Source: an optimization exercise on an open RTL-to-GDS flow (aim: a short achievable clock period and few clock cycles per item). Production flows keep margins and buffers that such runs may drop. The RTL was checked by simulation tests, not by an equivalence proof against the original design. Power figures rest on the tool's default switching activity, not on a simulated workload.

`design.v`:
```
module fc_stage #(parameter FLOP = 1) (
    input  wire        clk,
    input  wire        kill,       
    input  wire [10:0] len,
    input  wire [10:0] lm1,
    input  wire [4:0]  sh,
    input  wire [43:0] rnd,
    input  wire        mm,         
    input  wire        last,       
    input  wire [35:0] rd_data,    
    input  wire        v0,
    input  wire [31:0] x0,
    input  wire [3:0]  f0,         
    input  wire [3:0]  tg0,        
    output wire        ov_next,    
    output wire [31:0] y_next,
    output wire [3:0]  yf_next,
    output wire        nv_next,    
    output reg         vo,
    output reg  [31:0] yo,
    output reg  [3:0]  fo,
    output reg  [3:0]  tgo
);
    reg [10:0] fill;                  
    reg [10:0] age [0:3];             
    wire init0 = (fill < len);
    wire [3:0] fw;                    
    genvar q;
    generate for (q = 0; q < 4; q = q + 1) begin : g_age
        wire [10:0] an = f0[q] ? 11'd0 : (age[q][10] ? age[q] : age[q] + 11'd1);
        assign fw[q] = (an < len) | ((q == 2) && (fill + 11'd1 < len));
        always @(posedge clk)
            if (kill) age[q] <= 11'h400;
            else if (v0) age[q] <= an;
    end endgenerate
    always @(posedge clk)
        if (kill) fill <= 11'd0;
        else if (v0 && init0) fill <= fill + 11'd1;
    reg        v1, v2;
    reg [31:0] x1;
    reg [3:0]  fw1, fw2;
    reg [3:0]  tg1, tg2;
    reg        init1;
    reg [31:0] tap1;
    generate if (FLOP) begin : g_win
        reg [127:0]       sel;       
        reg [128*32-1:0]  sr;
        integer j;
        always @(posedge clk) begin
            for (j = 0; j < 128; j = j + 1)
                sel[j] <= (lm1[6:0] == j);
            if (v0) begin
                for (j = 0; j < 127; j = j + 1)
                    sr[j*32 +: 32] <= sel[j] ? x0 : sr[(j+1)*32 +: 32];
                sr[127*32 +: 32] <= x0;
            end
            tap1 <= sr[31:0];
        end
    end else begin : g_nowin
        always @(posedge clk) tap1 <= 32'd0;
    end endgenerate
    always @(posedge clk) begin
        v1 <= v0 & ~kill;
        x1 <= x0;  fw1 <= fw;  tg1 <= tg0;  init1 <= init0;
    end
    wire [31:0] old = init1 ? 32'd0 : (mm ? rd_data[31:0] : tap1);
    reg  [32:0] d2;
    always @(posedge clk) begin
        v2  <= v1 & ~kill;
        tg2 <= tg1;  fw2 <= fw1;
        d2  <= {x1[31], x1} - {old[31], old};
    end
    reg signed [43:0] acc;        
    reg        v3;
    reg [3:0]  fw3, tg3;
    always @(posedge clk) begin
        v3  <= v2 & ~kill;
        tg3 <= tg2;  fw3 <= fw2;
        if (kill)
            acc <= rnd;
        else if (v2)
            acc <= acc + {{11{d2[32]}}, d2};
    end
    wire signed [43:0] s = acc >>> sh;
    wire sat_hi = ~s[43] & (|s[42:31]);
    wire sat_lo =  s[43] & ~(&s[42:31]);
    assign y_next  = sat_hi ? 32'h7FFF_FFFF : sat_lo ? 32'h8000_0000 : s[31:0];
    assign yf_next = {fw3[3:1], fw3[0] | sat_hi | sat_lo};
    wire outs = v3 & tg3[0] & ~kill;
    assign ov_next = outs & last;
    assign nv_next = outs & ~last;
    always @(posedge clk) begin
        vo  <= nv_next;
        yo  <= y_next;
        fo  <= yf_next;
        tgo <= {1'b0, tg3[3:1]};
    end
endmodule
module filt_chain (
    input  wire        clk,
    input  wire        rst,
    input  wire        restart,
    input  wire [1:0]  cfg_nstage,    
    input  wire [43:0] cfg_len,       
    input  wire [43:0] cfg_dec,       
    input  wire [19:0] cfg_shift,     
    input  wire        cfg_trunc,     
    input  wire        in_valid,
    output wire        in_ready,
    input  wire [31:0] in_data,
    input  wire        in_missing,
    input  wire        in_invalid,
    input  wire        in_simulated,
    output reg         out_valid,
    output reg  [31:0] out_data,
    output reg         out_sat,
    output reg         out_missing,
    output reg         out_invalid,
    output reg         out_simulated,
    output wire        mem_rd_en,
    output wire [11:0] mem_rd_addr,
    input  wire [35:0] mem_rd_data,
    output wire        mem_wr_en,
    output wire [11:0] mem_wr_addr,
    output wire [35:0] mem_wr_data
);
    wire rs_in = rst | restart;
    reg  rs_q;
    always @(posedge clk) rs_q <= rs_in;
    reg [1:0]  nst_q;
    reg [10:0] len_q [0:3];
    reg [10:0] lm1_q [0:3];
    reg [10:0] rm1_q [0:3];
    reg [4:0]  sh_q  [0:3];
    reg [43:0] rnd_q [0:3];
    reg [3:0]  mm_q;              
    reg [3:0]  last_q;
    integer i;
    always @(posedge clk) begin
        nst_q <= cfg_nstage;
        for (i = 0; i < 4; i = i + 1) begin
            len_q[i] <= cfg_len[i*11 +: 11];
            lm1_q[i] <= cfg_len[i*11 +: 11] - 11'd1;
            rm1_q[i] <= cfg_dec[i*11 +: 11] - 11'd1;
            sh_q[i]  <= cfg_shift[i*5 +: 5];
            rnd_q[i] <= (cfg_shift[i*5 +: 5] == 5'd0 || cfg_trunc) ? 44'd0
                        : (44'd1 << (cfg_shift[i*5 +: 5] - 5'd1));
            last_q[i] <= (cfg_nstage == i);
            mm_q[i]  <= (i == 0) || ((cfg_len[i*11 +: 11] > 11'd128) && (cfg_nstage >= i));
        end
    end
    reg         in_ready_q;
    assign in_ready = in_ready_q;
    wire accept = in_valid & in_ready_q & ~rs_in;
    reg  [10:0] pc [0:3];
    wire [10:0] pce0 = rs_q ? 11'd0 : pc[0];
    wire [10:0] pce1 = rs_q ? 11'd0 : pc[1];
    wire [10:0] pce2 = rs_q ? 11'd0 : pc[2];
    wire [10:0] pce3 = rs_q ? 11'd0 : pc[3];
    wire [3:0]  o;
    assign o[0] = (pce0 == rm1_q[0]);
    assign o[1] = o[0] & (pce1 == rm1_q[1]);
    assign o[2] = o[1] & (pce2 == rm1_q[2]);
    assign o[3] = o[2] & (pce3 == rm1_q[3]);
    always @(posedge clk) begin
        if (accept) begin
            pc[0] <= o[0] ? 11'd0 : pce0 + 11'd1;
            pc[1] <= o[0] ? (o[1] ? 11'd0 : pce1 + 11'd1) : pce1;
            pc[2] <= o[1] ? (o[2] ? 11'd0 : pce2 + 11'd1) : pce2;
            pc[3] <= o[2] ? (o[3] ? 11'd0 : pce3 + 11'd1) : pce3;
        end else if (rs_q) begin
            pc[0] <= 11'd0; pc[1] <= 11'd0; pc[2] <= 11'd0; pc[3] <= 11'd0;
        end
    end
    reg [12:0] rsv1, rsv2, rsv3;
    wire [12:0] busy = rsv1 | rsv2 | rsv3;
    always @(posedge clk) begin
        if (rs_in) begin
            rsv1 <= 13'd0; rsv2 <= 13'd0; rsv3 <= 13'd0;
            in_ready_q <= 1'b1;
        end else begin
            rsv1 <= {1'b0, rsv1[12:1]} | {8'd0, accept & o[0] & mm_q[1], 4'd0};
            rsv2 <= {1'b0, rsv2[12:1]} | {4'd0, accept & o[1] & mm_q[2], 8'd0};
            rsv3 <= {1'b0, rsv3[12:1]} | {accept & o[2] & mm_q[3], 12'd0};
            in_ready_q <= ~(busy[2] | (mm_q[1] & busy[6]) | (mm_q[2] & busy[10]));
        end
    end
    reg        v0_1;
    reg [31:0] x0_1;
    reg [3:0]  f0_1, tg0_1;
    always @(posedge clk) begin
        v0_1  <= accept;
        x0_1  <= in_data;
        f0_1  <= {in_simulated, in_invalid, in_missing, 1'b0};
        tg0_1 <= o;
    end
    wire        ov   [0:3];
    wire [31:0] yn   [0:3];
    wire [3:0]  yfn  [0:3];
    wire        nvn  [0:3];
    wire        vo   [0:3];
    wire [31:0] yo   [0:3];
    wire [3:0]  fo   [0:3];
    wire [3:0]  tgo  [0:3];
    fc_stage #(.FLOP(0)) st0 (
        .clk(clk), .kill(rs_q), .len(len_q[0]), .lm1(lm1_q[0]), .sh(sh_q[0]),
        .rnd(rnd_q[0]), .mm(1'b1), .last(last_q[0]), .rd_data(mem_rd_data),
        .v0(v0_1), .x0(x0_1), .f0(f0_1), .tg0(tg0_1),
        .ov_next(ov[0]), .y_next(yn[0]), .yf_next(yfn[0]), .nv_next(nvn[0]),
        .vo(vo[0]), .yo(yo[0]), .fo(fo[0]), .tgo(tgo[0]));
    genvar g;
    generate for (g = 1; g < 4; g = g + 1) begin : g_st
        fc_stage #(.FLOP(1)) st (
            .clk(clk), .kill(rs_q), .len(len_q[g]), .lm1(lm1_q[g]), .sh(sh_q[g]),
            .rnd(rnd_q[g]), .mm(mm_q[g]), .last(last_q[g]), .rd_data(mem_rd_data),
            .v0(vo[g-1]), .x0(yo[g-1]), .f0(fo[g-1]), .tg0(tgo[g-1]),
            .ov_next(ov[g]), .y_next(yn[g]), .yf_next(yfn[g]), .nv_next(nvn[g]),
            .vo(vo[g]), .yo(yo[g]), .fo(fo[g]), .tgo(tgo[g]));
    end endgenerate
    reg  [9:0]  ptr [0:3];
    wire [9:0]  ptr0e = rs_q ? 10'd0 : ptr[0];
    wire req1 = nvn[0] & mm_q[1];
    wire req2 = nvn[1] & mm_q[2];
    wire req3 = nvn[2] & mm_q[3];
    reg        men_q;
    reg [11:0] maddr_q;
    reg [35:0] mdata_q;
    always @(posedge clk) begin
        men_q <= accept | req1 | req2 | req3;
        if (req1) begin
            maddr_q <= {2'd1, ptr[1]};
            mdata_q <= {yfn[0], yn[0]};
        end else if (req2) begin
            maddr_q <= {2'd2, ptr[2]};
            mdata_q <= {yfn[1], yn[1]};
        end else if (req3) begin
            maddr_q <= {2'd3, ptr[3]};
            mdata_q <= {yfn[2], yn[2]};
        end else begin
            maddr_q <= {2'd0, ptr0e};
            mdata_q <= {in_simulated, in_invalid, in_missing, 1'b0, in_data};
        end
        if (accept)
            ptr[0] <= ({1'b0, ptr0e} == lm1_q[0]) ? 10'd0 : ptr0e + 10'd1;
        else if (rs_q)
            ptr[0] <= 10'd0;
        if (rs_q) ptr[1] <= 10'd0;
        else if (req1) ptr[1] <= ({1'b0, ptr[1]} == lm1_q[1]) ? 10'd0 : ptr[1] + 10'd1;
        if (rs_q) ptr[2] <= 10'd0;
        else if (req2) ptr[2] <= ({1'b0, ptr[2]} == lm1_q[2]) ? 10'd0 : ptr[2] + 10'd1;
        if (rs_q) ptr[3] <= 10'd0;
        else if (req3) ptr[3] <= ({1'b0, ptr[3]} == lm1_q[3]) ? 10'd0 : ptr[3] + 10'd1;
    end
    assign mem_rd_en   = men_q;
    assign mem_wr_en   = men_q;
    assign mem_rd_addr = maddr_q;
    assign mem_wr_addr = maddr_q;
    assign mem_wr_data = mdata_q;
    always @(posedge clk) begin
        out_valid <= ~rs_in & (ov[0] | ov[1] | ov[2] | ov[3]);
        case (nst_q)
            2'd0: {out_simulated, out_invalid, out_missing, out_sat, out_data} <= {yfn[0], yn[0]};
            2'd1: {out_simulated, out_invalid, out_missing, out_sat, out_data} <= {yfn[1], yn[1]};
            2'd2: {out_simulated, out_invalid, out_missing, out_sat, out_data} <= {yfn[2], yn[2]};
            default: {out_simulated, out_invalid, out_missing, out_sat, out_data} <= {yfn[3], yn[3]};
        endcase
    end
endmodule
```
`flow/run.sh`:
```
#!/bin/bash
set -uo pipefail
RES=orfs/results/${FLOW_PLATFORM}/filt_chain/base
KNOBS="SETUP_SLACK_MARGIN=8.8 TNS_END_PERCENT=10"

antennas() {
    printf 'read_db %s\nputs "ANTENNAS [check_antennas]"\n' "$RES/6_final.odb" > check_antennas.tcl
    openroad -no_init -exit check_antennas.tcl > "check_antennas_$1.log" 2>&1
    sed -n 's/^ANTENNAS \([0-9]*\)$/\1/p' "check_antennas_$1.log" | tail -1
}

bash standard.sh $KNOBS finish > standard_flow_1.log 2>&1
n=$(antennas 1)
if [[ "$n" != "0" ]]; then
    mv orfs orfs_try1
    rm -f out/final.def
    bash standard.sh $KNOBS PLACE_DENSITY=0.72 finish > standard_flow_2.log 2>&1
fi
test -f out/final.def
```
`standard.sh`:
```
#!/bin/bash
# synth_recipe.tcl (not shown) runs the flow's synth.tcl, then flattens the netlist and writes it again
# the make line also repeats each setting of config.mk as NAME=value (left out here)
make -C /OpenROAD-flow-scripts/flow DESIGN_CONFIG=/design/flow/config.mk WORK_HOME=/design/flow/orfs CLKGATE_MAP_FILE= SYNTH_SCRIPT=/design/flow/synth_recipe.tcl "${@:-finish}"
```
`config.mk`:
```
export PLATFORM = sky130hd
export DESIGN_NAME = filt_chain
export DESIGN_NICKNAME = filt_chain
export VERILOG_FILES = /design/flow/design.v
export SDC_FILE = /design/flow/constraint.sdc
export NUM_CORES = 4
export LEC_CHECK = 0
export CAP_MARGIN = 20
export CORE_MARGIN = 2
export CORE_UTILIZATION = 60
export PLACE_DENSITY = 0.7
export SLEW_MARGIN = 20
```
`constraint.sdc`:
```
create_clock -name core_clock -period 13.0 [get_ports {clk}]
set_input_delay 2.6000 -clock core_clock [delete_from_list [all_inputs] [get_ports {clk}]]
set_output_delay 2.6000 -clock core_clock [all_outputs]
set_load 0.01 [all_outputs]
```
==> impl_metrics.py, run 1 <==
metrics = {
    "placement": {
        "portBuffers": 281,
        "pre_cts_ws_ns": 5.763,
        "gp_congestion": 0.9201,
        "place_hpwl_mm": 818.5,
        "place_inst": 48180,
        "placed_cell_area_sq_um": 621300,
    },
    "sta": {
        "tightest_slew_ns": 1.217,
        "fin_crit_ns": 4.519,
        "worst_slack_ns": 8.481,
        "whs_ns": 0.2684,
        "fmax_ghz": 0.2213,
        "setup_viol": 0,
        "drv_slew": 0,
        "finalClockSkew_ns": 0.1265,
        "fin_setup_tns_ns": 0,
        "rsz0062_at_grt": "true",
        "post-route-period-util": 0.3476,
        "slew_headroom": 0.1889,
        "hold_viol": 0,
    },
    "logic_synthesis": {
        "synth.area.mux_share": 0.2387,
        "synth_cells": 37110,
        "synth_area_per_cell_sq_um": 16.37,
        "ys_warn_count": 19,
        "ys_async_sr_fraction": 0,
        "yosysUniqueCellTypes": 97,
        "synthSimpleGateAreaFrac": 0.02564,
        "synth_top_family_by_area": "multiplexers",
        "synth_fa_ha_area_frac": 0.01218,
        "synthFlopType": "edfxtp_1",
        "synth_seq_area_share": 0.6716,
        "ys_seq_elements": 14150,
        "synthXorXnorAreaFrac": 0.008705,
        "synth_edf_count": 12460,
        "synth_area_sq_um": 607700,
        "synth_compound_gate_area_share": 0.02095,
    },
    "critical_path": {
        "ff2ff_setup_slack_ns": 8.66,
        "worst_setup_path_start_kind": "input port",
        "worstPathRequired_ns": 14.06,
        "r2r_end": "out_data[8]",
        "worst_ep_arrival_time_ns": 5.58,
        "worstSetupEndpointType": "flip-flop",
        "r2r_start": "sh_q[0][1]",
        "crit_fanout": 4,
        "crit_type": "in2reg",
        "rr_worst_depth": 11,
    },
    "finish": {
        "instances_no_fill": 51010,
        "finalNetCount": 37210,
        "drive_above_1_share": 0.4273,
        "design_area_sq_um": 671400,
        "final_cell_mix": "12460 x edfxtp_1, 12260 x mux2_2, 1520 x clkbuf_16",
        "layout_commonest_cell": "edfxtp_1",
        "syn2layout_area_growth_pct": 10.48,
    },
    "detailed_routing": {
        "vias_per_cell": 6.132,
        "num_vias": 312700,
        "dr.pass1.iters": 8,
        "drc": 0,
        "antenna_left": 0,
        "routedWlPerCell_um": 27.11,
        "wl_mm": 1383,
        "dr.first_iter.drc_count": 33410,
    },
    "die": {
        "die_w_mm": 1.010,
        "num_rows": 369,
        "die_h_mm": 1.010,
        "dieArea_sq_um": 1021000,
        "core_area_sq_um": 1010000,
        "ios": 286,
        "start_util": 0.6018,
    },
    "hold_path": {
        "holdPathEnd": "g_st[2].st.fw2[1]",
        "hold_depth": 0,
        "hold_start": "g_st[2].st.fw1[1]",
        "hp-class": "reg2reg",
    },
    "global_route": {
        "grt_pass1_wl_mm": 2073,
        "grt_pass1_vias": 318000,
        "antenna_found_initial": 148,
        "grt-ovfl-total": 0,
        "grtUsageTotal": 0.2653,
        "grt_start_max_net_pins": 210,
    },
    "clock_network": {
        "clk_pin_slew_worst_paths_ns": 0.06,
        "cts.sinks": 14150,
        "root_buffer": "clkbuf_16",
        "h-tree-depth": 7,
        "clockBufferDepth": 6,
        "hold_buffers": 0,
        "insertion_delay_ns": 1.29,
        "cts_buffers": 1503,
        "cts_tree": "built",
    },
    "pwr": {
        "p_leak_nw": 219.0,
        "ir_drop_uv": 125.6,
        "p_per_area_nw_per_um2": 152.7,
    },
    "flow_run": {
        "maxCapViolations": 0,
    },
    "run_status": {
        "status": "complete, no violations",
    },
}
-- Yosys cell counts, drive strengths merged, types with 16 or more instances --
cell    instances  area [sq um]
a211o          36         315.3
a211oi         90         680.7
a21boi         25         191.4
a21o          218          1637
a21oi         570          2856
a31oi          71         444.2
and2           73         456.7
and3           75         469.2
buf          1273          4962
clkbuf       2042          7666
dfxtp        1690         33830
edfxtp      12460        374300
ha            579          7244
inv           234         878.3
mux2        12260        138100
mux2i         392          3924
mux4          135          3044
nand2         802          3010
nand2b        102         638.1
nand3         211          1056
nand3b         34         255.2
nand4          82         513.0
nor2         1423          5341
nor2b         143         894.6
nor3          124         620.6
nor4           26         175.2
nor4bb         19         190.2
o211ai         47         362.8
o21a           82         615.6
o21ai         551          2758
o21bai         46         345.3
o221ai         33         326.6
o22ai          41         256.5
o31ai          24         180.2
o32ai          26         227.7
or2           115         719.4
or3           102         638.1
or3b           16         140.1
xnor2         261          2286
xor2          343          3004
-- worst max-delay path by stage --
stage               startpoint                      to  depth (start not counted)
2_1_floorplan           st0.vo  g_st[1].st.g_win.sr[0]                          0
3_5_place_dp    mem_rd_data[1]       g_st[1].st.d2[31]                         15
4_1_cts             maddr_q[0]          mem_wr_addr[0]                          1
3_3_place_gp    mem_rd_data[1]       g_st[1].st.d2[31]                         15
6_report        mem_rd_data[1]       g_st[2].st.d2[31]                         15
5_1_grt        mem_rd_data[12]       g_st[2].st.d2[27]                         16
-- cells by family (layout without fill, tap and decap cells) --
| family | after synthesis | count (layout) |
|---|---|---|
| adders and majority gates | 587 | 587 |
| AOI/OAI and AO/OA | 2025 | 2025 |
| buffers and inverters | 3550 | 4027 |
| other | 1 | 60 |
| and+or+nand+nor | 3402 | 3402 |
| muxes | 12790 | 12790 |
| DFF | 14150 | 14150 |
| xor gates and xnor gates | 604 | 604 |
-- worst max-delay path, cell delays in order --
cell	delay, ns
buf_8	0.07
buf_12	0.14
mux2i_1	0.09
or2_4	0.30
ha_4	0.21
nor2b_4	0.12
o31a_1	0.31
o21ai_2	0.21
o2bb2ai_4	0.10
nor4_4	0.22
o31ai_4	0.10
a41o_1	0.22
o41a_1	0.46
a211oi_2	0.28
xnor2_1	0.11
-- report_power, final --
group	leakage (nW)	internal, W	switching (W)
logic	69.8	0.00290	0.00700
registers	126	0.0495	0.00177
clock network	23.0	0.0240	0.0173
total	219	0.0764	0.0261
-- flip-flops by register name (all words and copies together) (netlist names), 33 cells and up --
signal             flops
g_st.st.g_win.sr   12288
g_st.st.g_win.sel    381
g_st.st.acc          132
g_st.st.age          132
rnd_q                128
g_st.st.d2            99
g_st.st.tap1          96
g_st.st.x1            96
g_st.st.yo            64
len_q                 44
lm1_q                 44
pc                    44
rm1_q                 44
st0.acc               44
st0.age               44
ptr                   40
mdata_q               36
g_st.st.fill          33
st0.d2                33
-- routing by layer --
layer,track usage,routed length (um)
met1,0.3968,621200
met2,0.4107,631700
met3,0.04174,92000
met4,0.07047,37900
met5,0,92
-- metrics by stage --
step,total power [W],util
finish,0.1025,0.6650
floorplan,0.05689,-
detailed placement,0.06160,0.6154
global route,0.1057,0.6648
CTS,0.1030,0.6637
global placement,0.06153,0.6153
-- cell type report --
type	count	area, sq um
Antenna cell	56	140.1
Inverter	235	893.4
Tap cell	13360	16710
Fill cell	67530	338300
Timing Repair inverter	2	10.01
Clock buffer	1979	40660
Clock inverter	684	6259
Multi-Input combinational cell	19410	187600
Sequential cell	14150	408800
Timing Repair Buffer	1127	10340
-- what timing repair did --
item	in CTS	in global routing
buffers inserted	73	23
resized for setup	861	171
setup endpoints to repair	512	1146
cloned	1	1
pin swaps	90	49
Testbench counts, summed over its fixed seeds: cycles 119,755, items 118,615.
==> run 2, diff against run 1 <==
--- a/design.v
+++ b/design.v
@@ -37,10 +37,10 @@
         if (kill) fill <= 11'd0;
         else if (v0 && init0) fill <= fill + 11'd1;
-    reg        v1, v2;
-    reg [31:0] x1;
-    reg [3:0]  fw1, fw2;
-    reg [3:0]  tg1, tg2;
-    reg        init1;
-    reg [31:0] tap1;
+    reg        v1, v2, v3, v4;
+    reg [31:0] x1, x2;
+    reg [3:0]  fw1, fw2, fw3, fw4;
+    reg [3:0]  tg1, tg2, tg3, tg4;
+    reg        init1, init2;
+    reg [31:0] tap1, tap2;
     generate if (FLOP) begin : g_win
         reg [127:0]       sel;       
@@ -56,29 +56,33 @@
             end
             tap1 <= sr[31:0];
+            tap2 <= tap1;
         end
     end else begin : g_nowin
-        always @(posedge clk) tap1 <= 32'd0;
+        always @(posedge clk) begin
+            tap1 <= 32'd0;
+            tap2 <= 32'd0;
+        end
     end endgenerate
     always @(posedge clk) begin
         v1 <= v0 & ~kill;
+        v2 <= v1 & ~kill;
         x1 <= x0;  fw1 <= fw;  tg1 <= tg0;  init1 <= init0;
-    end
-    wire [31:0] old = init1 ? 32'd0 : (mm ? rd_data[31:0] : tap1);
-    reg  [32:0] d2;
-    always @(posedge clk) begin
-        v2  <= v1 & ~kill;
-        tg2 <= tg1;  fw2 <= fw1;
-        d2  <= {x1[31], x1} - {old[31], old};
+        x2 <= x1;  fw2 <= fw1; tg2 <= tg1;  init2 <= init1;
+    end
+    wire [31:0] old = init2 ? 32'd0 : (mm ? rd_data[31:0] : tap2);
+    wire [32:0] d   = {x2[31], x2} - {old[31], old};
+    reg [32:0] d3;
+    always @(posedge clk) begin
+        v3  <= v2 & ~kill;
+        d3  <= d;  fw3 <= fw2;  tg3 <= tg2;
     end
     reg signed [43:0] acc;        
-    reg        v3;
-    reg [3:0]  fw3, tg3;
-    always @(posedge clk) begin
-        v3  <= v2 & ~kill;
-        tg3 <= tg2;  fw3 <= fw2;
+    always @(posedge clk) begin
+        v4  <= v3 & ~kill;
+        tg4 <= tg3;  fw4 <= fw3;
         if (kill)
             acc <= rnd;
-        else if (v2)
-            acc <= acc + {{11{d2[32]}}, d2};
+        else if (v3)
+            acc <= acc + {{11{d3[32]}}, d3};
     end
     wire signed [43:0] s = acc >>> sh;
@@ -86,6 +90,6 @@
     wire sat_lo =  s[43] & ~(&s[42:31]);
     assign y_next  = sat_hi ? 32'h7FFF_FFFF : sat_lo ? 32'h8000_0000 : s[31:0];
-    assign yf_next = {fw3[3:1], fw3[0] | sat_hi | sat_lo};
-    wire outs = v3 & tg3[0] & ~kill;
+    assign yf_next = {fw4[3:1], fw4[0] | sat_hi | sat_lo};
+    wire outs = v4 & tg4[0] & ~kill;
     assign ov_next = outs & last;
     assign nv_next = outs & ~last;
@@ -94,5 +98,5 @@
         yo  <= y_next;
         fo  <= yf_next;
-        tgo <= {1'b0, tg3[3:1]};
+        tgo <= {1'b0, tg4[3:1]};
     end
 endmodule
@@ -150,5 +154,5 @@
         end
     end
-    reg         in_ready_q;
+    reg         in_ready_q, in_ready_q2;
     assign in_ready = in_ready_q;
     wire accept = in_valid & in_ready_q & ~rs_in;
@@ -173,15 +177,16 @@
         end
     end
-    reg [12:0] rsv1, rsv2, rsv3;
-    wire [12:0] busy = rsv1 | rsv2 | rsv3;
+    always @(posedge clk) in_ready_q <= in_ready_q2 | rs_in;
+    reg [15:0] rsv1, rsv2, rsv3;
+    wire [15:0] busy = rsv1 | rsv2 | rsv3;
     always @(posedge clk) begin
         if (rs_in) begin
-            rsv1 <= 13'd0; rsv2 <= 13'd0; rsv3 <= 13'd0;
-            in_ready_q <= 1'b1;
+            rsv1 <= 16'd0; rsv2 <= 16'd0; rsv3 <= 16'd0;
+            in_ready_q2 <= 1'b1;
         end else begin
-            rsv1 <= {1'b0, rsv1[12:1]} | {8'd0, accept & o[0] & mm_q[1], 4'd0};
-            rsv2 <= {1'b0, rsv2[12:1]} | {4'd0, accept & o[1] & mm_q[2], 8'd0};
-            rsv3 <= {1'b0, rsv3[12:1]} | {accept & o[2] & mm_q[3], 12'd0};
-            in_ready_q <= ~(busy[2] | (mm_q[1] & busy[6]) | (mm_q[2] & busy[10]));
+            rsv1 <= {1'b0, rsv1[15:1]} | {10'd0, accept & o[0] & mm_q[1], 5'd0};
+            rsv2 <= {1'b0, rsv2[15:1]} | {5'd0, accept & o[1] & mm_q[2], 10'd0};
+            rsv3 <= {1'b0, rsv3[15:1]} | {accept & o[2] & mm_q[3], 15'd0};
+            in_ready_q2 <= ~(busy[3] | (mm_q[1] & busy[8]) | (mm_q[2] & busy[13]));
         end
     end
@@ -252,17 +257,29 @@
         else if (req3) ptr[3] <= ({1'b0, ptr[3]} == lm1_q[3]) ? 10'd0 : ptr[3] + 10'd1;
     end
-    assign mem_rd_en   = men_q;
-    assign mem_wr_en   = men_q;
-    assign mem_rd_addr = maddr_q;
-    assign mem_wr_addr = maddr_q;
-    assign mem_wr_data = mdata_q;
-    always @(posedge clk) begin
-        out_valid <= ~rs_in & (ov[0] | ov[1] | ov[2] | ov[3]);
+    reg        men_q2;
+    reg [11:0] maddr_q2;
+    reg [35:0] mdata_q2;
+    always @(posedge clk) begin
+        men_q2   <= men_q;
+        maddr_q2 <= maddr_q;
+        mdata_q2 <= mdata_q;
+    end
+    assign mem_rd_en   = men_q2;
+    assign mem_wr_en   = men_q2;
+    assign mem_rd_addr = maddr_q2;
+    assign mem_wr_addr = maddr_q2;
+    assign mem_wr_data = mdata_q2;
+    reg        ov1;
+    reg [35:0] oy1;
+    always @(posedge clk) begin
+        ov1 <= ~rs_in & (ov[0] | ov[1] | ov[2] | ov[3]);
         case (nst_q)
-            2'd0: {out_simulated, out_invalid, out_missing, out_sat, out_data} <= {yfn[0], yn[0]};
-            2'd1: {out_simulated, out_invalid, out_missing, out_sat, out_data} <= {yfn[1], yn[1]};
-            2'd2: {out_simulated, out_invalid, out_missing, out_sat, out_data} <= {yfn[2], yn[2]};
-            default: {out_simulated, out_invalid, out_missing, out_sat, out_data} <= {yfn[3], yn[3]};
+            2'd0: oy1 <= {yfn[0], yn[0]};
+            2'd1: oy1 <= {yfn[1], yn[1]};
+            2'd2: oy1 <= {yfn[2], yn[2]};
+            default: oy1 <= {yfn[3], yn[3]};
         endcase
+        out_valid <= ov1 & ~rs_in;
+        {out_simulated, out_invalid, out_missing, out_sat, out_data} <= oy1;
     end
 endmodule
==> run 2 against run 1 <==
Still clean. Flip-flop and latch count is 348 higher. Power is 0.30% higher. Final cell count is 1.8% higher. Combinational power is 18% lower. Critical endpoint is now out_data[10]. Largest cell class unchanged. Largest power group unchanged.
==> impl_metrics.py, run 2 <==
metrics = {
    "run_status": {
        "status": "complete, no violations",
    },
    "placement": {
        "pre_cts_ws_ns": 5.360,
        "place_inst": 48790,
        "portBuffers": 281,
        "gp_congestion": 0.8953,
        "place_hpwl_mm": 857.1,
    },
    "critical_path": {
        "max_stage_delay_ns": 0.35,
        "cp_top_family": "flip-flops",
        "worst_ep_arrival_time_ns": 1.86,
        "crit_type": "reg2out",
        "crit_buf_inv": 1,
        "path_cells": "dlygate4sd2_1",
        "worstPathRequired_ns": 10.40,
        "crit_fanout": 1,
        "worstSetupEndpointType": "output port",
        "worst_setup_path_start_kind": "flip-flop",
        "cp_slowest_cell": "dfxtp_1",
    },
    "detailed_routing": {
        "wl_mm": 1434,
        "antenna_left": 0,
        "dr.first_iter.drc_count": 32730,
        "routedWlPerCell_um": 27.62,
        "num_vias": 316000,
        "vias_per_cell": 6.088,
        "drc": 0,
        "dr.pass1.iters": 8,
    },
    "clock_network": {
        "h-tree-depth": 7,
        "hold_buffers": 0,
        "clk_pin_slew_worst_paths_ns": 0.07,
        "insertion_delay_ns": 1.30,
        "root_buffer": "clkbuf_16",
        "clockBufferDepth": 6,
        "cts_tree": "built",
        "cts.sinks": 14500,
        "cts_buffers": 1532,
    },
    "logic_synthesis": {
        "synth_edf_count": 12460,
        "ys_seq_elements": 14500,
        "synth_cells": 37420,
        "synth_area_sq_um": 614700,
        "synth_seq_area_share": 0.6752,
        "yosysMostFrequentCell": "edfxtp_1",
        "synthFlopType": "edfxtp_1",
        "yosys.area.top_type": "edfxtp_1",
        "yosys-top-cells-area": "edfxtp_1 61%, mux2_2 22%, dfxtp_1 6.6%, clkbuf_1 1.3%, ha_1 1.2%",
        "yosysUniqueCellTypes": 92,
        "synth_top_area_share": 0.6089,
        "ys_async_sr_fraction": 0,
        "synth_common_cells": "12460 x edfxtp_1, 12270 x mux2_2, 2106 x clkbuf_1",
        "ys_warn_count": 19,
        "synth_area_per_cell_sq_um": 16.43,
    },
    "pwr": {
        "p_leak_nw": 223.0,
        "ir_drop_uv": 126.7,
        "p_int_w": 0.07766,
        "switching_share": 0.2448,
        "p_per_area_nw_per_um2": 151.1,
        "p_seq_frac": 0.509,
        "clkPwrFrac": 0.412,
        "p_switching_w": 0.02517,
        "power.share.combinational": 0.079,
    },
    "sta": {
        "fin_setup_tns_ns": 0,
        "rsz0062_at_grt": "true",
        "finalClockSkew_ns": 0.1170,
        "post-route-period-util": 0.3433,
        "hold_viol": 0,
        "slew_headroom": 0.1465,
        "tightest_slew_ns": 1.280,
        "drv_slew": 0,
        "fmax_ghz": 0.2241,
        "fin_crit_ns": 4.463,
        "setup_viol": 0,
        "worst_slack_ns": 8.537,
    },
    "finish": {
        "layout_commonest_cell": "edfxtp_1",
        "largest_reg_flops": 12290,
        "drive_above_1_share": 0.4217,
        "largest-register": "g_st.st.g_win.sr",
        "syn2layout_area_growth_pct": 10.73,
        "finalNetCount": 37580,
        "final_cell_mix": "12460 x edfxtp_1, 12270 x mux2_2, 1844 x dfxtp_1",
        "instances_no_fill": 51910,
        "nFillCells": 67760,
        "reg_top3": "g_st.st.g_win.sr x12288, g_st.st.g_win.sel x381",
    },
    "die": {
        "start_util": 0.6022,
        "num_rows": 371,
        "dieArea_sq_um": 1033000,
        "die_w_mm": 1.016,
        "ios": 286,
        "die_h_mm": 1.016,
        "core_area_sq_um": 1021000,
    },
    "global_route": {
        "grt_pass1_wl_mm": 2127,
        "grt-ovfl-total": 0,
        "antenna_found_initial": 167,
        "grt_start_max_net_pins": 199,
        "grt_pass1_vias": 319600,
        "grtUsageTotal": 0.2715,
    },
    "flow_run": {
        "maxCapViolations": 0,
    },
    "hold_path": {
        "hp-class": "reg2reg",
    },
}
==> run 2: changes by cell type in the layout (fill, tap and decap cells not counted), sizes merged, moves of 31 or more <==
| cell | change |
|---|---|
| diode | +244 |
| a21oi | -35 |
| nor2 | -86 |
| dlygate4sd2 | +43 |
| and3 | +40 |
| dfxtp | +348 |
| clkinv | +35 |
| o211ai | +31 |
| or3 | -31 |
==> run 2: worst register-to-register path: cells and delay by family, from the launching register on <==
kind	cells	cell delay, ns
multiplexers	3	1.13
flip-flops	1	0.31
AND/OR/NAND/NOR	4	0.88
AO/OA/AOI/OAI	3	1.46
buffers and inverters	1	0.47
==> run 2: final timing paths <==
path / start / to / slack [ns] / cells past startpoint
worst max-delay path: out_data[10] / out_data[10] / 8.54 / 1
worst min-delay path: x0_1[21] / st0.x1[21] / 0.29 / 0
worst max register to register: sh_q[2][2] / mdata_q[5] / 8.58 / 11
worst min register to register: x0_1[21] / st0.x1[21] / 0.29 / 0
==> run 2: kinds of logic after synthesis <==
logic type                 Yosys count  share of synthesized area
adders and majority gates          587                    0.01205
muxes                            12820                     0.2366
and+or+nand+nor                   3339                    0.02498
buffers and inverters             3543                    0.02182
other                                1                0.000006100
AOI/OAI and AO/OA                 1987                    0.02028
DFF                              14500                     0.6752
xor gates and xnor gates           639                   0.009104
==> run 2: cell type report <==
| cell class | instances | area, sq um | area share |
|---|---|---|---|
| clock buffer | 2007 | 41650 | 0.06119 |
| clock inverter | 724 | 6504 | 0.009555 |
| inverter | 221 | 840.8 | 0.001235 |
| timing repair buffer | 1169 | 10780 | 0.01584 |
| antenna | 300 | 750.7 | 0.001103 |
| multi-input combinational | 19370 | 187500 | 0.2755 |
| timing repair inverter | 2 | 10.01 | 0.00001471 |
| tap | 13610 | 17030 | 0.02502 |
| sequential | 14500 | 415600 | 0.6106 |
==> run 2: through the flow <==
stage / utilization / hold WS (ns) / cell area, sq um / power, W
after floorplan: - / 0.3096 / 614800 / 0.05703
after global placement: 0.6162 / 0.3098 / 629000 / 0.06108
after detailed placement: 0.6163 / 0.3121 / 629100 / 0.06111
after CTS: 0.6656 / 0.2861 / 679400 / 0.1034
after global routing: 0.6668 / 0.2746 / 680600 / 0.1058
final: 0.6668 / 0.2918 / 680700 / 0.1028
==> run 2: repair_timing <==
item,in CTS,in global routing
pin swaps,84,3
gates cloned,2,1
buffers inserted,71,3
gates resized for setup,653,39
endpoints found under the setup margin,1297,1530
==> run 2: routing by layer <==
metal | GRT usage | share of wire | up-vias
li1 | - | - | 140100
met1 | 0.3905 | 0.43 | 164300
met2 | 0.4327 | 0.47 | 9378
met3 | 0.03669 | 0.058 | 2238
met4 | 0.09021 | 0.035 | 18
met5 | 0 | 0.000077 | -
==> run 2: power groups by stage <==
stage	sequential (W)	clock, W	combinational [W]
after floorplan	0.0518	0	0.00528
after global placement	0.0533	0	0.00774
after detailed placement	0.0533	0	0.00777
after CTS	0.0524	0.0431	0.00798
after global routing	0.0524	0.0447	0.00871
final	0.0524	0.0424	0.00811
Testbench counts of run 2, summed over its fixed seeds: cycles 120,088, items 118,615.
==> run 3, diff against run 2 <==
--- a/flow/run.sh
+++ b/flow/run.sh
@@ -2,5 +2,5 @@
 set -uo pipefail
 RES=orfs/results/${FLOW_PLATFORM}/filt_chain/base
-KNOBS="SETUP_SLACK_MARGIN=8.8 TNS_END_PERCENT=10"
+KNOBS="SETUP_SLACK_MARGIN=9.0 TNS_END_PERCENT=20 MATCH_CELL_FOOTPRINT=0"
 
 antennas() {
==> run 3 against run 2 <==
Synthesized area did not move. Utilization about the same. Wire length increased by 0.11%. Critical endpoint is now mem_rd_en. Global-route usage is essentially flat. Die area did not move. Non-clock buffer count up 20. Critical path depth stayed put. Hold slack worse by 0.039 ns. Sequential share of layout area hardly changed. Sequential power barely moved. Final cell count hardly changed.
==> impl_metrics.py, run 3 <==
metrics = {
    "pwr": {
        "p_switching_w": 0.02517,
        "p_int_w": 0.07797,
        "p_seq_frac": 0.508,
        "p_leak_nw": 223.1,
        "p_per_area_nw_per_um2": 151.4,
        "clkPwrFrac": 0.413,
        "switching_share": 0.2441,
        "finalPower_w": 0.1031,
        "ir_drop_uv": 136.6,
        "power.share.combinational": 0.079,
    },
    "critical_path": {
        "crit_type": "reg2out",
        "worstPathRequired_ns": 10.40,
        "max_stage_delay_ns": 0.40,
        "worstSetupEndpointType": "output port",
        "ff2ff_setup_slack_ns": 8.79,
        "worst_ep_arrival_time_ns": 1.75,
        "crit_fanout": 2,
        "rr_worst_depth": 12,
        "worst_setup_path_start_kind": "flip-flop",
        "crit_buf_inv": 1,
        "cp_slowest_cell": "dfxtp_4",
        "r2r_start": "g_st[3].st.acc[0]",
        "r2r_end": "g_st[3].st.acc[42]",
        "path_cells": "buf_6",
        "cp_top_family": "flip-flops",
    },
    "logic_synthesis": {
        "ys_warn_count": 19,
        "ys_async_sr_fraction": 0,
        "synth_edf_count": 12460,
        "synthFlopType": "edfxtp_1",
        "yosysUniqueCellTypes": 92,
        "synth_area_sq_um": 614700,
        "yosys-top-cells-area": "edfxtp_1 61%, mux2_2 22%, dfxtp_1 6.6%, clkbuf_1 1.3%, ha_1 1.2%",
        "yosysMostFrequentCell": "edfxtp_1",
        "synth_top_area_share": 0.6089,
        "yosys.area.top_type": "edfxtp_1",
        "synth_seq_area_share": 0.6752,
        "synth_area_per_cell_sq_um": 16.43,
        "synth_common_cells": "12460 x edfxtp_1, 12270 x mux2_2, 2106 x clkbuf_1",
        "ys_seq_elements": 14500,
        "synth_cells": 37420,
    },
    "global_route": {
        "grt_start_max_net_pins": 199,
        "grt_pass1_vias": 319200,
        "antenna_found_initial": 169,
        "grtUsageTotal": 0.2717,
        "grt_pass1_wl_mm": 2130,
        "grt-ovfl-total": 0,
    },
    "finish": {
        "finalNetCount": 37600,
        "layout_commonest_cell": "edfxtp_1",
        "final_cell_mix": "12460 x edfxtp_1, 12270 x mux2_2, 1835 x dfxtp_1",
        "largest_reg_flops": 12290,
        "reg_top3": "g_st.st.g_win.sr x12288, g_st.st.g_win.sel x381",
        "syn2layout_area_growth_pct": 10.79,
        "drive_above_1_share": 0.4242,
        "largest-register": "g_st.st.g_win.sr",
    },
    "hold_path": {
        "holdPathEnd": "st0.x2[6]",
        "hold_depth": 0,
        "hp-class": "reg2reg",
        "hold_start": "st0.x1[6]",
    },
    "die": {
        "start_util": 0.6022,
        "num_rows": 371,
        "ios": 286,
        "die_w_mm": 1.016,
        "dieArea_sq_um": 1033000,
        "die_h_mm": 1.016,
        "core_area_sq_um": 1021000,
    },
    "sta": {
        "rsz0062_at_grt": "true",
        "fin_crit_ns": 4.353,
        "worst_slack_ns": 8.647,
        "setup_viol": 0,
        "fin_setup_tns_ns": 0,
        "post-route-period-util": 0.3349,
        "tightest_slew_ns": 1.265,
        "fmax_ghz": 0.2297,
        "drv_slew": 0,
        "hold_viol": 0,
        "slew_headroom": 0.1477,
        "finalClockSkew_ns": 0.09830,
    },
    "detailed_routing": {
        "dr.pass1.iters": 6,
        "antenna_left": 0,
        "drc": 0,
        "wl_mm": 1435,
        "vias_per_cell": 6.085,
        "routedWlPerCell_um": 27.65,
        "num_vias": 315900,
        "dr.first_iter.drc_count": 33070,
    },
    "clock_network": {
        "insertion_delay_ns": 1.27,
        "h-tree-depth": 7,
        "cts_tree": "built",
        "clk_pin_slew_worst_paths_ns": 0.06,
        "root_buffer": "clkbuf_16",
        "cts.sinks": 14500,
        "clockBufferDepth": 6,
        "cts_buffers": 1534,
    },
    "placement": {
        "place_hpwl_mm": 857.1,
        "pre_cts_ws_ns": 5.355,
        "gp_congestion": 0.8953,
        "portBuffers": 281,
    },
    "flow_run": {
        "maxCapViolations": 0,
    },
    "run_status": {
        "status": "complete, no violations",
    },
}
==> run 3: power by group through the flow <==
stage	registers (W)	clock network [W]	logic, W
final	0.0524	0.0426	0.00815
after global routing	0.0524	0.0451	0.00874
after CTS	0.0524	0.0433	0.00803
after detailed placement	0.0533	0	0.00777
after global placement	0.0533	0	0.00774
after floorplan	0.0518	0	0.00528
==> run 3: worst max path at each step <==
| stage | startpoint | endpoint | slack (ns) | cells after the start |
|---|---|---|---|---|
| after floorplan | st0.vo | g_st[1].st.fill[10] | -18.96 | 3 |
| after global placement | mem_rd_data[0] | g_st[3].st.d3[30] | 5.30 | 15 |
| after detailed placement | mem_rd_data[0] | g_st[3].st.d3[30] | 5.36 | 15 |
| after CTS | men_q2 | mem_rd_en | 8.55 | 1 |
| after global routing | men_q2 | mem_wr_en | 8.58 | 1 |
| final | men_q2 | mem_rd_en | 8.65 | 1 |
==> run 3: layout make-up <==
| type | instances | area [sq um] |
|---|---|---|
| repair inverters | 2 | 10.01 |
| multi-input cells | 19370 | 187600 |
| inverters | 221 | 843.3 |
| flip-flops and latches | 14500 | 415600 |
| diodes | 287 | 718.2 |
| repair buffers | 1189 | 10920 |
| well taps | 13610 | 17030 |
| fillers | 67710 | 339700 |
| clock buffers | 1964 | 41400 |
| clock inverters | 754 | 7007 |
==> run 3: metal layers <==
layer	track usage	part of all wire	vias to the layer above	routed length, um
li1	-	-	140100	-
met1	0.3932	0.44	164300	625800
met2	0.4321	0.47	9507	676200
met3	0.04027	0.061	1930	88210
met4	0.08091	0.031	18	44960
met5	0	0.000081	-	116
==> run 3: what timing repair did <==
action,4_1_cts,5_1_grt
hold buffers,0,0
resized for setup,819,23
hold endpoints to repair,0,0
setup buffers,92,2
pin swaps,106,3
setup endpoints to repair,1930,2261
gates cloned,2,4
==> run 3: logic make-up (layout without fill, tap and decap cells) <==
family                     after synthesis  after routing  share of synthesized area
AOI/OAI and AO/OA                     1987           1987                    0.02028
buffers and inverters                 3543           4130                    0.02182
muxes                                12820          12820                     0.2366
adders and majority gates              587            587                    0.01205
and+or+nand+nor                       3339           3339                    0.02498
xor gates and xnor gates               639            639                   0.009104
DFF                                  14500          14500                     0.6752
other                                    1            291                0.000006100
==> run 3: stage by stage <==
step	instances	util	instance area, sq um	hold WS (ns)
after floorplan	37420	-	614800	0.3096
after global placement	48780	0.6162	629000	0.3098
after detailed placement	48790	0.6163	629100	0.3121
after CTS	51600	0.6661	679900	0.2293
after global routing	51870	0.6672	681000	0.2481
final	51910	0.6672	681100	0.2525
==> run 4, diff against run 3 <==
--- a/flow/run.sh
+++ b/flow/run.sh
@@ -15,5 +15,5 @@
     mv orfs orfs_try1
     rm -f out/final.def
-    bash standard.sh $KNOBS PLACE_DENSITY=0.72 finish > standard_flow_2.log 2>&1
+    bash standard.sh $KNOBS PLACE_DENSITY=0.77 finish > standard_flow_2.log 2>&1
 fi
 test -f out/final.def
--- a/config.mk
+++ b/config.mk
@@ -8,5 +8,5 @@
 export CAP_MARGIN = 20
 export CORE_MARGIN = 2
-export CORE_UTILIZATION = 60
-export PLACE_DENSITY = 0.7
+export CORE_UTILIZATION = 65
+export PLACE_DENSITY = 0.75
 export SLEW_MARGIN = 20
==> run 4 against run 3 <==
Synthesized area unchanged. Count of clock-buffer cells in the layout down 61. Utilization up 5.2 points. Combinational power up 5.0%. Sequential share of layout area up 0.23 points. Via count up 3.3%. Synthesized cell count unchanged. Clock power down 2%. Maximum frequency down 3.6%. Final cell count down 2.6%. Critical path type is now in2reg. Largest cell class unchanged. Largest power group unchanged.
==> impl_metrics.py, run 4 <==
metrics = {
    "run_status": {
        "status": "complete, no violations",
    },
    "sta": {
        "tightest_slew_ns": 1.388,
        "slew_headroom": 0.07478,
        "post-route-period-util": 0.3474,
        "drv_slew": 0,
        "fmax_ghz": 0.2214,
        "fin_crit_ns": 4.516,
        "hold_viol": 0,
        "rsz0062_at_grt": "true",
        "setup_viol": 0,
        "finalClockSkew_ns": 0.1436,
        "fin_setup_tns_ns": 0,
    },
    "clock_network": {
        "clockBufferDepth": 5,
        "h-tree-depth": 7,
        "cts_buffers": 1441,
        "cts.sinks": 14500,
        "clk_pin_slew_worst_paths_ns": 0.06,
        "insertion_delay_ns": 1.18,
        "hold_buffers": 0,
        "root_buffer": "clkbuf_16",
        "cts_tree": "built",
    },
    "logic_synthesis": {
        "synth_top_area_share": 0.6089,
        "ys_async_sr_fraction": 0,
        "yosysUniqueCellTypes": 92,
        "synth_area_sq_um": 614700,
        "synth_edf_count": 12460,
        "synth_common_cells": "12460 x edfxtp_1, 12270 x mux2_2, 2106 x clkbuf_1",
        "yosys.area.top_type": "edfxtp_1",
        "yosysMostFrequentCell": "edfxtp_1",
        "yosys-top-cells-area": "edfxtp_1 61%, mux2_2 22%, dfxtp_1 6.6%, clkbuf_1 1.3%, ha_1 1.2%",
        "ys_seq_elements": 14500,
        "synth_area_per_cell_sq_um": 16.43,
        "synth_cells": 37420,
        "ys_warn_count": 19,
        "synthFlopType": "edfxtp_1",
        "synth_seq_area_share": 0.6752,
    },
    "critical_path": {
        "r2r_end": "g_st[2].st.g_win.sr[712]",
        "crit_fanout": 5,
        "ff2ff_setup_slack_ns": 8.72,
        "crit_end": "st0.d3[30]",
        "r2r_start": "g_st[1].st.vo",
        "crit_type": "in2reg",
        "rr_worst_depth": 3,
        "worstPathRequired_ns": 13.97,
        "crit_start": "mem_rd_data[0]",
        "worstSetupEndpointType": "flip-flop",
        "worst_setup_path_start_kind": "input port",
        "worst_ep_arrival_time_ns": 5.49,
    },
    "detailed_routing": {
        "dr.first_iter.drc_count": 40670,
        "wl_mm": 1537,
        "antenna_left": 0,
        "drc": 0,
        "dr.pass1.iters": 6,
        "num_vias": 326400,
        "routedWlPerCell_um": 30.39,
        "vias_per_cell": 6.454,
    },
    "die": {
        "core_area_sq_um": 943800,
        "ios": 286,
        "die_h_um": 976.5,
        "die_w_um": 976.5,
        "start_util": 0.6513,
        "num_rows": 357,
        "dieArea_sq_um": 953500,
    },
    "global_route": {
        "grt_start_max_net_pins": 206,
        "grt-ovfl-total": 0,
        "grt_pass1_vias": 331900,
        "grtUsageTotal": 0.3147,
        "antenna_found_initial": 184,
        "grt_pass1_wl_mm": 2248,
    },
    "finish": {
        "layout_commonest_cell": "edfxtp_1",
        "multiInputGateArea_sq_um": 187600,
        "design_area_sq_um": 678600,
        "final_cell_mix": "12460 x edfxtp_1, 12270 x mux2_2, 1801 x dfxtp_1",
        "regArea_sq_um": 415700,
        "reg_top3": "g_st.st.g_win.sr x12288, g_st.st.g_win.sel x381",
        "nFillCells": 52620,
        "largest_reg_flops": 12290,
        "syn2layout_area_growth_pct": 10.39,
        "finalNetCount": 37510,
        "largest-register": "g_st.st.g_win.sr",
        "drive_above_1_share": 0.4256,
    },
    "pwr": {
        "finalPower_w": 0.1027,
        "p_per_area_nw_per_um2": 151.3,
        "p_leak_nw": 222.6,
        "ir_drop_uv": 174.9,
    },
    "placement": {
        "placed_cell_area_sq_um": 627500,
        "place_hpwl_mm": 879.6,
        "gp_congestion": 0.8833,
        "portBuffers": 281,
    },
    "flow_run": {
        "maxCapViolations": 0,
    },
    "hold_path": {
        "hp-class": "reg2reg",
    },
}
==> run 4: worst min path at each step <==
stage / startpoint / cells past startpoint / slack, ns / to
after CTS: st0.fw2[0] / 0 / 0.27 / st0.fw3[0]
after global routing: st0.x1[17] / 0 / 0.28 / st0.x2[17]
after floorplan: g_st[1].st.fw1[0] / 0 / 0.31 / g_st[1].st.fw2[0]
after detailed placement: g_st[1].st.tap1[28] / 0 / 0.31 / g_st[1].st.tap2[28]
after global placement: st0.x1[30] / 0 / 0.31 / st0.x2[30]
final: g_st[2].st.x1[31] / 0 / 0.26 / g_st[2].st.x2[31]
==> run 4: per-stage QoR <==
step | util | hold WS, ns | setup WS (ns) | std cells
after floorplan | - | 0.3096 | -18.96 | 37420
after global placement | 0.6647 | 0.3097 | 5.781 | 47720
after detailed placement | 0.6648 | 0.3121 | 5.905 | 47720
after CTS | 0.7178 | 0.2658 | 8.514 | 50470
after global routing | 0.7189 | 0.2756 | 8.470 | 50540
final | 0.7190 | 0.2629 | 8.484 | 50580
==> run 4: report_power, final <==
part	total, W	internal [W]	leakage, nW	switching [W]
logic	0.00856	0.00259	70.4	0.00598
clock network	0.0419	0.0237	23.0	0.0182
registers	0.0522	0.0506	129	0.00166
total	0.103	0.0768	223	0.0259
==> run 4: worst max-delay path, cell delays in order <==
cell      delay, ns
buf_8          0.08
buf_16         0.17
nor2b_4        0.20
ha_4           0.15
fa_2           0.20
nor2b_2        0.05
o21ai_2        0.15
a21boi_2       0.08
o32a_1         0.33
a211o_1        0.32
o31a_1         0.32
a32oi_4        0.36
o311ai_4       0.16
o211ai_1       0.17
xnor2_1        0.11
==> run 4: per-layer routing <==
| layer | part of all wire | up-vias | GRT usage |
|---|---|---|---|
| li1 | - | 139600 | - |
| met1 | 0.41 | 168700 | 0.4533 |
| met2 | 0.47 | 15440 | 0.4946 |
| met3 | 0.081 | 2572 | 0.05327 |
| met4 | 0.034 | 38 | 0.1060 |
| met5 | 0.00015 | - | 0 |
==> run 4: cell type report <==
class                   count  area share
multi-input cells       19380      0.2764
flip-flops and latches  14500      0.6125
repair buffers           1197     0.01674
well taps               12570     0.02317
diodes                     69   0.0002544
repair inverters            2  0.00001475
clock buffers            1903     0.05823
inverters                 221    0.001243
clock inverters           742     0.01142
==> run 4: kinds of logic (layout without fill, tap and decap cells) <==
| logic type | after synthesis | after routing | synth area share |
|---|---|---|---|
| fa+ha+maj | 587 | 587 | 0.01205 |
| simple gates | 3339 | 3340 | 0.02498 |
| flops | 14500 | 14500 | 0.6752 |
| compound gates | 1987 | 1987 | 0.02028 |
| buf+inv | 3543 | 4065 | 0.02182 |
| xor+xnor | 639 | 639 | 0.009104 |
| mux | 12820 | 12820 | 0.2366 |
| other cells | 1 | 73 | 0.000006100 |
==> run 4: timing repair <==
item / in CTS / in global routing
cloned: 3 / 5
buffers inserted: 98 / 16
setup endpoints to repair: 2539 / 3740
gates resized for setup: 902 / 52
pin swaps: 117 / 32
==> run 5, diff against run 4 <==
--- a/design.v
+++ b/design.v
@@ -42,5 +42,5 @@
     reg [3:0]  tg1, tg2, tg3, tg4;
     reg        init1, init2;
-    reg [31:0] tap1, tap2;
+    reg [31:0] tap, tap1;
     generate if (FLOP) begin : g_win
         reg [127:0]       sel;       
@@ -55,25 +55,30 @@
                 sr[127*32 +: 32] <= x0;
             end
-            tap1 <= sr[31:0];
-            tap2 <= tap1;
-        end
+        end
+        always @(*) tap = sr[31:0];
+        always @(posedge clk) tap1 <= tap;
     end else begin : g_nowin
-        always @(posedge clk) begin
-            tap1 <= 32'd0;
-            tap2 <= 32'd0;
-        end
+        always @(*) tap = 32'd0;
+        always @(posedge clk) tap1 <= 32'd0;
     end endgenerate
     always @(posedge clk) begin
         v1 <= v0 & ~kill;
-        v2 <= v1 & ~kill;
+        v2 <= v1 & ~kill & mm;
         x1 <= x0;  fw1 <= fw;  tg1 <= tg0;  init1 <= init0;
         x2 <= x1;  fw2 <= fw1; tg2 <= tg1;  init2 <= init1;
     end
-    wire [31:0] old = init2 ? 32'd0 : (mm ? rd_data[31:0] : tap2);
-    wire [32:0] d   = {x2[31], x2} - {old[31], old};
+    wire [31:0] old_m = init2 ? 32'd0 : rd_data[31:0];     
+    wire [32:0] d_m   = {x2[31], x2} - {old_m[31], old_m};
+    wire [31:0] old_f = init1 ? 32'd0 : tap1;              
+    wire [32:0] d_f   = {x1[31], x1} - {old_f[31], old_f};
     reg [32:0] d3;
     always @(posedge clk) begin
-        v3  <= v2 & ~kill;
-        d3  <= d;  fw3 <= fw2;  tg3 <= tg2;
+        if (mm) begin
+            v3 <= v2 & ~kill;
+            d3 <= d_m;  fw3 <= fw2;  tg3 <= tg2;
+        end else begin
+            v3 <= v1 & ~kill;
+            d3 <= d_f;  fw3 <= fw1;  tg3 <= tg1;
+        end
     end
     reg signed [43:0] acc;        
@@ -178,4 +183,7 @@
     end
     always @(posedge clk) in_ready_q <= in_ready_q2 | rs_in;
+    wire [15:0] pos3 = mm_q[1] ? 16'h0400 : 16'h0200;
+    wire [15:0] pos4 = (mm_q[1] & mm_q[2]) ? 16'h8000
+                     : (mm_q[1] | mm_q[2]) ? 16'h4000 : 16'h2000;
     reg [15:0] rsv1, rsv2, rsv3;
     wire [15:0] busy = rsv1 | rsv2 | rsv3;
@@ -186,7 +194,8 @@
         end else begin
             rsv1 <= {1'b0, rsv1[15:1]} | {10'd0, accept & o[0] & mm_q[1], 5'd0};
-            rsv2 <= {1'b0, rsv2[15:1]} | {5'd0, accept & o[1] & mm_q[2], 10'd0};
-            rsv3 <= {1'b0, rsv3[15:1]} | {accept & o[2] & mm_q[3], 15'd0};
-            in_ready_q2 <= ~(busy[3] | (mm_q[1] & busy[8]) | (mm_q[2] & busy[13]));
+            rsv2 <= {1'b0, rsv2[15:1]} | ({16{accept & o[1] & mm_q[2]}} & pos3);
+            rsv3 <= {1'b0, rsv3[15:1]} | ({16{accept & o[2] & mm_q[3]}} & pos4);
+            in_ready_q2 <= ~(busy[3] | (mm_q[1] & busy[8])
+                             | (mm_q[2] & (mm_q[1] ? busy[13] : busy[12])));
         end
     end
--- a/flow/run.sh
+++ b/flow/run.sh
@@ -15,5 +15,5 @@
     mv orfs orfs_try1
     rm -f out/final.def
-    bash standard.sh $KNOBS PLACE_DENSITY=0.77 finish > standard_flow_2.log 2>&1
+    bash standard.sh $KNOBS PLACE_DENSITY=0.72 finish > standard_flow_2.log 2>&1
 fi
 test -f out/final.def
--- a/config.mk
+++ b/config.mk
@@ -8,5 +8,5 @@
 export CAP_MARGIN = 20
 export CORE_MARGIN = 2
-export CORE_UTILIZATION = 65
-export PLACE_DENSITY = 0.75
+export CORE_UTILIZATION = 60
+export PLACE_DENSITY = 0.7
 export SLEW_MARGIN = 20
==> run 5 against run 4 <==
Clock power hardly changed. Maximum frequency is essentially flat. Utilization is 5.4 points lower. Synthesized area rose by 0.64%. Final cell count up 4.0%. Register-to-register slack better by 0.04 ns. Synthesized cell count rose by 2.2%. First-iteration DRC count shrank 13%. Die area rose by 9.0%. Clock skew is 0.0032 ns higher. Wire length fell by 2.3%.
==> impl_metrics.py, run 5 <==
metrics = {
    "run_status": {
        "status": "complete, no violations",
    },
    "placement": {
        "pre_cts_ws_ns": 5.327,
        "place_hpwl_mm": 916.8,
        "placed_cell_area_sq_um": 633100,
        "place_inst": 49670,
        "gp_congestion": 0.9141,
        "portBuffers": 281,
    },
    "die": {
        "die_w_mm": 1.019,
        "dieArea_sq_um": 1039000,
        "core_area_sq_um": 1030000,
        "start_util": 0.6009,
        "die_h_mm": 1.019,
        "num_rows": 373,
        "ios": 286,
    },
    "logic_synthesis": {
        "ys_seq_elements": 14410,
        "synth_top_area_share": 0.6050,
        "synth_top_family_by_area": "multiplexers",
        "synth.area.mux_share": 0.2340,
        "ys_async_sr_fraction": 0,
        "yosysUniqueCellTypes": 97,
        "yosysMostFrequentCell": "edfxtp_1",
        "synth_seq_area_share": 0.6678,
        "synthXorXnorAreaFrac": 0.009287,
        "synth_fa_ha_area_frac": 0.01405,
        "synth_common_cells": "12460 x edfxtp_1, 12280 x mux2_2, 2133 x clkbuf_1",
        "yosys.area.top_type": "edfxtp_1",
        "synthFlopType": "edfxtp_1",
        "synth_area_per_cell_sq_um": 16.17,
        "synth_compound_gate_area_share": 0.02398,
        "yosys-top-cells-area": "edfxtp_1 60%, mux2_2 22%, dfxtp_1 6.3%, ha_1 1.4%, clkbuf_1 1.3%",
        "synthSimpleGateAreaFrac": 0.02871,
        "synth_area_sq_um": 618700,
        "ys_warn_count": 19,
        "synth_edf_count": 12460,
        "synth_cells": 38250,
    },
    "clock_network": {
        "cts_tree": "built",
        "cts.sinks": 14410,
        "root_buffer": "clkbuf_16",
        "clk_pin_slew_worst_paths_ns": 0.06,
        "cts_buffers": 1528,
        "insertion_delay_ns": 1.32,
        "clockBufferDepth": 6,
        "h-tree-depth": 7,
    },
    "sta": {
        "hold_viol": 0,
        "fmax_ghz": 0.2213,
        "fin_setup_tns_ns": 0,
        "setup_viol": 0,
        "rsz0062_at_grt": "true",
        "whs_ns": 0.2749,
        "post-route-period-util": 0.3475,
        "slew_headroom": 0.1452,
        "finalClockSkew_ns": 0.1468,
        "tightest_slew_ns": 1.282,
        "fin_crit_ns": 4.518,
        "drv_slew": 0,
        "worst_slack_ns": 8.482,
    },
    "global_route": {
        "grt-ovfl-total": 0,
        "grt_pass1_wl_mm": 2211,
        "grt_pass1_vias": 325900,
        "grtUsageTotal": 0.2832,
        "grt_start_max_net_pins": 201,
        "antenna_found_initial": 174,
    },
    "detailed_routing": {
        "drc": 0,
        "vias_per_cell": 6.150,
        "dr.pass1.iters": 8,
        "wl_mm": 1502,
        "num_vias": 323500,
        "dr.first_iter.drc_count": 35430,
        "routedWlPerCell_um": 28.56,
        "antenna_left": 0,
    },
    "finish": {
        "reg_top3": "g_st.st.g_win.sr x12288, g_st.st.g_win.sel x381",
        "layout_commonest_cell": "edfxtp_1",
        "largest-register": "g_st.st.g_win.sr",
        "design_area_sq_um": 685100,
        "finalNetCount": 38530,
        "nFillCells": 69400,
        "drive_above_1_share": 0.4175,
        "syn2layout_area_growth_pct": 10.73,
        "regArea_sq_um": 413800,
        "multiInputGateArea_sq_um": 194000,
        "instances_no_fill": 52590,
        "largest_reg_flops": 12290,
        "final_cell_mix": "12460 x edfxtp_1, 12280 x mux2_2, 1707 x dfxtp_1",
    },
    "critical_path": {
        "worst_setup_path_start_kind": "input port",
        "max_stage_delay_ns": 0.42,
        "cpMostUsedCell": "buf_6",
        "worstPathRequired_ns": 14.12,
        "path_cells": "buf_6, buf_12, buf_6, nor2b_4, ha_4, fa_2, nor2b_2, o21ai_2, a21boi_2, o211ai_1, buf_4, a21oi_2, and3b_2, o21ai_4, a221oi_4, or4_1, o2111a_1",
        "crit_fanout": 4,
        "crit_type": "in2reg",
        "worst_ep_arrival_time_ns": 5.63,
        "worstSetupEndpointType": "flip-flop",
        "ff2ff_setup_slack_ns": 8.76,
        "cp_slowest_cell": "or4_1",
    },
    "pwr": {
        "ir_drop_uv": 128.7,
        "p_leak_nw": 224.8,
        "p_per_area_nw_per_um2": 154.0,
    },
    "hold_path": {
        "hp-class": "reg2reg",
    },
    "flow_run": {
        "maxCapViolations": 0,
    },
}
-- run 5: cell types whose count changed after synthesis, moves of 51 or more --
| cell | previous run | this run |
|---|---|---|
| a21o_1 | 220 | 289 |
| a21oi_1 | 534 | 613 |
| dfxtp_1 | 2038 | 1942 |
| ha_1 | 579 | 677 |
| inv_1 | 213 | 264 |
| mux2i_1 | 410 | 312 |
| nand2_1 | 793 | 975 |
| nand2b_1 | 108 | 294 |
| or2_2 | 115 | 38 |
-- run 5: layout make-up --
cell class              count  area share
multi-input cells       20230      0.2831
well taps               13690     0.02500
flip-flops and latches  14410      0.6040
clock buffers            2063     0.06151
inverters                 278    0.001545
repair buffers           1213     0.01657
diodes                     67   0.0002447
clock inverters           649    0.007979
-- run 5: what timing repair did --
action                                   CTS  global route
setup buffers                            100            27
endpoints found under the hold margin      0             0
gates cloned                               4             1
hold buffers                               0             0
pin swaps                                119            53
resized for setup                       1048            94
endpoints found under the setup margin  2759          4141
-- run 5: worst paths after layout --
path | start | to | cells past startpoint
min | st0.tg2[1] | st0.tg3[1] | 0
max | mem_rd_data[0] | g_st[1].st.d3[30] | 17
min reg2reg | st0.tg2[1] | st0.tg3[1] | 0
max reg2reg | g_st[1].st.init1 | g_st[1].st.d3[30] | 13
-- run 5: report_power, final --
group / internal (W) / switching (W)
clock: 0.0242 / 0.0177
combinational: 0.00337 / 0.00787
sequential: 0.0504 / 0.00188
total: 0.0780 / 0.0275
-- run 5: cell families after synthesis --
kind of cell,after synthesis
flops,14410
mux,12740
simple gates,3811
buf+inv,3620
compound gates,2329
fa+ha+maj,688
xor+xnor,656
other cells,1
-- run 5: stage by stage --
step	total power [W]	util
floorplan	0.05853	-
global placement	0.06372	0.6149
detailed placement	0.06382	0.6150
CTS	0.1059	0.6644
global route	0.1087	0.6653
finish	0.1055	0.6654
-- run 5: critical path, delay by kind of cell --
kind | cells | cell delay [ns]
adders and majority gates | 2 | 0.54
and+or+nand+nor | 4 | 0.96
buffers and inverters | 4 | 0.51
AOI/OAI and AO/OA | 7 | 1.00
-- run 5: per-layer routing --
| layer | routed length, um | GRT usage |
|---|---|---|
| met4 | 46740 | 0.08394 |
| met1 | 649300 | 0.4063 |
| met5 | 465 | 0 |
| met3 | 98820 | 0.04772 |
| met2 | 706800 | 0.4501 |
Testbench counts of run 5, summed over its fixed seeds: cycles 119,947, items 118,615.

==> static timing again, ports no longer ideal <==
Ports are ideal in the flow. The routed layouts listed here were re-timed in OpenROAD. Step 1: set_driving_cell puts a clkbuf_16 on clk and a buf_2 on each other input, an assumption about the parent block. Step 2 times the ports against the registers' clock, not the clock port: input delays grow and output delays shrink by t, the midpoint of the rising clock arrivals with the driver on. Three values: no drivers, after step 1, after step 2; two values: the first two.
run	t, ns	setup slack, ns	hold slack, ns	clock arrival spread, ns	pins driven straight from the clock port
run 1	1.389	8.481 / 8.411 / 7.192	0.268 / 0.268 / 0.268	0.143 / 0.143	1
run 2	1.409	8.537 / 8.363 / 7.336	0.292 / 0.292 / 0.292	0.139 / 0.139	1
run 3	1.387	8.647 / 8.487 / 7.378	0.253 / 0.253 / 0.253	0.117 / 0.117	1
run 4	1.264	8.484 / 8.552 / 7.318	0.263 / 0.263 / 0.263	0.154 / 0.153	1
run 5	1.401	8.482 / 8.390 / 7.203	0.275 / 0.275 / 0.275	0.149 / 0.148	1
After both steps every run listed still meets setup and hold. For run 1, which loses most, drivers alone change the setup slack by -0.070 ns; drivers and shift together by -1.289 ns.
